This design comes from an exercise in tuning for small area, a short achievable clock period and few clock cycles per item on the open sky130 flow, not from production work.
The RTL was checked by simulation tests, not by an equivalence proof against the original design.
No activity file was given, so power comes from the tool's default toggle rates.

// mxdot_acc
module mxdot_acc (
    input  wire        clk,
    input  wire        rst,           
    input  wire        in_valid,
    output wire        in_ready,
    input  wire        in_drain,      
    input  wire [7:0]  in_a,
    input  wire [7:0]  in_a_scale,
    input  wire [2:0]  in_a_fmt,
    input  wire [7:0]  in_b,
    input  wire [7:0]  in_b_scale,
    input  wire [2:0]  in_b_fmt,
    input  wire [9:0]  in_anchor,     
    input  wire [1:0]  in_dfmt,       
    input  wire        in_rmode,      
    output wire        out_valid,
    input  wire        out_ready,
    output wire [31:0] out_result,
    output wire [15:0] out_sat,
    output wire [15:0] out_flush,
    output wire        out_nan
);
    localparam integer CW  = 5;           
    localparam integer NCH = 160 / CW;    
    function [3:0] bitlen8(input [7:0] n);
        integer k;
        begin
            bitlen8 = 4'd0;
            for (k = 0; k < 8; k = k + 1)
                if (n[k]) bitlen8 = k + 1;
        end
    endfunction
    function [13:0] fdec(input [4:0] e, input [2:0] fr, input [2:0] m);
        reg        enz;
        reg [3:0]  n;
        begin
            enz  = (e != 5'd0);
            n    = enz ? ((4'd1 << m) | {1'b0, fr}) : {1'b0, fr};
            fdec = {n == 4'd0, enz ? e : 5'd1, enz ? ({1'b0, m} + 4'd1) : bitlen8({5'd0, fr}), n};
        end
    endfunction
    function [20:0] decode(input [7:0] code, input [2:0] f);
        reg [13:0] d;
        reg [7:0]  n8;
        begin
            n8 = code[7] ? (8'd0 - code) : code;        
            case (f)
                3'd0: begin
                    d = fdec({3'd0, code[2:1]}, {2'd0, code[0]}, 3'd1);
                    decode = {1'b0, d[13], code[3], 1'b0, d[12:4], 4'd0, d[3:0]};
                end
                3'd1: begin
  ...
Size in the first run: about 5100 cells after synthesis, roughly 480 flip-flops.
Settings: LEC_CHECK=0, CAP_MARGIN=20, CORE_MARGIN=2, CORE_UTILIZATION=55, SLEW_MARGIN=20; clock period 22.0 ns.
standard.sh (not shown) runs the stock make flow with config.mk's settings and CLKGATE_MAP_FILE= SYNTH_SCRIPT=/design/flow/synth_recipe.tcl, a recipe that flattens the netlist after the stock synthesis.
==> flow/flow/run.sh <==
#!/bin/bash
# Standard layout, with the timing repair steps aiming for setup slack
# well beyond the constraint (the SDC and clock period are unchanged).
set -euo pipefail
bash standard.sh SETUP_SLACK_MARGIN=16.5 SKIP_GATE_CLONING=1 finish > make_finish.log 2>&1
Testbench counts at the start, summed over its fixed seeds: cycles 12,712, items 12,288.
Then changed:
==> flow/flow/run.sh (replaced) <==
#!/bin/bash
# Standard layout, with the timing repair steps aiming for setup slack
# well beyond the constraint (the SDC and clock period are unchanged), and
# plain buffers on the ports.
set -euo pipefail
bash standard.sh SETUP_SLACK_MARGIN=16.5 SKIP_GATE_CLONING=1 \
    "BUFFER_PORTS_ARGS=-buffer_cell sky130_fd_sc_hd__buf_2" finish > make_finish.log 2>&1
CTS_BUF_LIST = sky130_fd_sc_hd__clkbuf_4 sky130_fd_sc_hd__clkbuf_8   (was not set)
Effect:
- The new run finished with timing, DRC and antenna clean
- cell count increases by 0.66%
- register-to-register slack is worse by 0.10 ns
- critical path depth does not change
- setup slack got worse by 0.059 ns
- wire length went up by 0.62%

* * *

Another version of the RTL of mxdot_acc (not shown whole).
Size in the first run: ~6200 cells after synthesis, roughly 510 flip-flops, ~47000 um^2 of cells after synthesis.
export LEC_CHECK = 0
export ABC_CLOCK_PERIOD_IN_PS = 8000
export CAP_MARGIN = 20
export CORE_MARGIN = 2
export CORE_UTILIZATION = 45
export SLEW_MARGIN = 20
create_clock -name core_clock -period 22.0 [get_ports {clk}]
run.sh (not shown) runs the stock make flow with config.mk's settings and CLKGATE_MAP_FILE= SYNTH_SCRIPT=/design/flow/synth_recipe.tcl, a recipe that flattens the netlist after the stock synthesis.
Stock flow here: none of the scripts above is used.
The starting point completed with no timing, DRC or antenna violations.
Testbench counts at the start, summed over its fixed seeds: cycles 12,712, items 12,288.
==> next run, changes <==
--- a/flow/config.mk
+++ b/flow/config.mk
@@ -8 +8 @@
-export ABC_CLOCK_PERIOD_IN_PS = 8000
+export ABC_CLOCK_PERIOD_IN_PS = 4000
- maximum frequency does not change
- non-clock buffer count stays the same
- clock skew does not change
- worst setup slack does not change
- die area stays the same
- combinational power is about the same

* * *

== run 1 ==
mxdot_acc, a different RTL version from the one above (not shown whole).
For scale: roughly 44000 µm² of cells after synthesis.
Settings: LEC_CHECK=0, CAP_MARGIN=20, CORE_MARGIN=2, CORE_UTILIZATION=45, SLEW_MARGIN=20; clock period 22.0 ns.
Run 1: full flow OK, the timing, DRC and antenna checks passed
Testbench counts of run 1, summed over its fixed seeds: cycles 12,712, items 12,288.
Edits applied to the flow inputs when going from run 1 to run 2:
==> flow/flow/run.sh (new file) <==
#!/bin/bash
# Standard layout, with the timing repair steps aiming for setup slack
# well beyond the constraint (the SDC and clock period are unchanged).
set -euo pipefail
bash standard.sh SETUP_SLACK_MARGIN=16.5 SKIP_GATE_CLONING=1 finish > make_finish.log 2>&1
==> flow/standard.sh (new file) <==
#!/bin/bash
# synth_recipe.tcl (not shown) runs the flow's synth.tcl, then flattens the netlist and writes it again
# the make line also repeats each setting of config.mk as NAME=value (left out here)
make -C /OpenROAD-flow-scripts/flow DESIGN_CONFIG=/design/flow/config.mk WORK_HOME=/design/flow/orfs CLKGATE_MAP_FILE= SYNTH_SCRIPT=/design/flow/synth_recipe.tcl "${@:-finish}"
-- flow/config.mk --
<<< run 1, line 8
export CAP_MARGIN = 20
export CORE_MARGIN = 2
export CORE_UTILIZATION = 45
export SLEW_MARGIN = 20
>>> run 2, line 8
export CAP_MARGIN = 20
export CORE_MARGIN = 2
export CORE_UTILIZATION = 55
export SLEW_MARGIN = 20
removed: flow/run.sh
==> run summary <==
For run 1 and run 2, there was not a single run that failed to finish clean.
Switching power ends up higher on run 2.
Run 2: part of the cycle the worst path needs is 6.6 points lower than what run 1 reported.
Relative to run 1, run 2 improves register-to-register slack.
Power density normalized to cell area ends up higher on run 1.
Number of cells in the finished layout apart from fillers, run 1 and run 2: smaller value in run 2
Core util | run 2 vs run 1 | run 2 higher
Of the two values seen for critical path's slowest cell, sky130_fd_sc_hd__edfxtp_1 was produced by run 2 and sky130_fd_sc_hd__buf_4 by run 1.
Compared to run 1, the router laid down more metal wire for run 2.
On post-cts repair resize count, the higher figure sits with run 2, not run 1.
Modified inputs, run 3 compared to run 2
==> flow/flow/run.sh <==
#!/bin/bash
# Standard layout, with the timing repair steps aiming for setup slack
# well beyond the constraint (the SDC and clock period are unchanged).
set -euo pipefail
bash standard.sh SETUP_SLACK_MARGIN=15.5 SKIP_GATE_CLONING=1 finish > make_finish.log 2>&1
-- flow/config.mk --
<<< run 2, line 8
export CAP_MARGIN = 20
export CORE_MARGIN = 2
export CORE_UTILIZATION = 55
export SLEW_MARGIN = 20
>>> run 3, line 8
export CAP_MARGIN = 20
export CORE_MARGIN = 2
export CORE_UTILIZATION = 45
export SLEW_MARGIN = 20
==> comparison <==
Final net count went down by a few percent going from run 2 to run 3.
Relative to run 2, setup slack has gone down in run 3.
Run 3 gives less met1 global-route usage than run 2 did.
Re internal reg-to-reg setup slack: run 3 and run 2 aren't equal, and the higher value belongs to run 2.
Run 3 vs run 2, post-route fraction of the period consumed by the critical path went up by 3.6 points.

separate check: timing with driven ports:
How much do the figures lean on ideal ports? The routed layouts below were timed once more, with nothing changed but the port constraints.
Step 1 (the two cells are an assumption about what drives the block):
set clk [get_ports {clk}]
set_driving_cell -lib_cell sky130_fd_sc_hd__clkbuf_16 $clk
set_driving_cell -lib_cell sky130_fd_sc_hd__buf_2 [delete_from_list [all_inputs] $clk]
Step 2 also shifts input and output timing later by t, the mid clock arrival at the registers, as if the neighbouring blocks saw the same clock.
a / b / c = no drivers / after step 1 / after step 2; a / b = the first two.
run	shift t [ns]	setup slack, ns	worst setup path at the end	clock arrival spread, ns	cell pins on the clock port's net
the first run of note 1	0.707	16.361 / 16.287 / 15.977	input to register	0.091 / 0.092	1
the second run of note 1	0.786	16.302 / 16.236 / 16.182	input to register	0.066 / 0.065	1
the first run of note 2	0.755	13.268 / 13.268 / 13.268	register to register	0.036 / 0.036	1
the second run of note 2	0.755	13.268 / 13.268 / 13.268	register to register	0.036 / 0.036	1
run 1	0.745	14.909 / 14.909 / 14.909	register to register	0.060 / 0.060	1
run 2	0.736	16.368 / 16.294 / 15.976	input to register	0.030 / 0.031	1
run 3	0.743	15.586 / 15.586 / 15.586	register to register	0.056 / 0.056	1
After both steps every run listed still meets setup and hold. The setup slack of run 2, which loses most, moves by -0.074 ns with the drivers and by -0.392 ns with both steps.
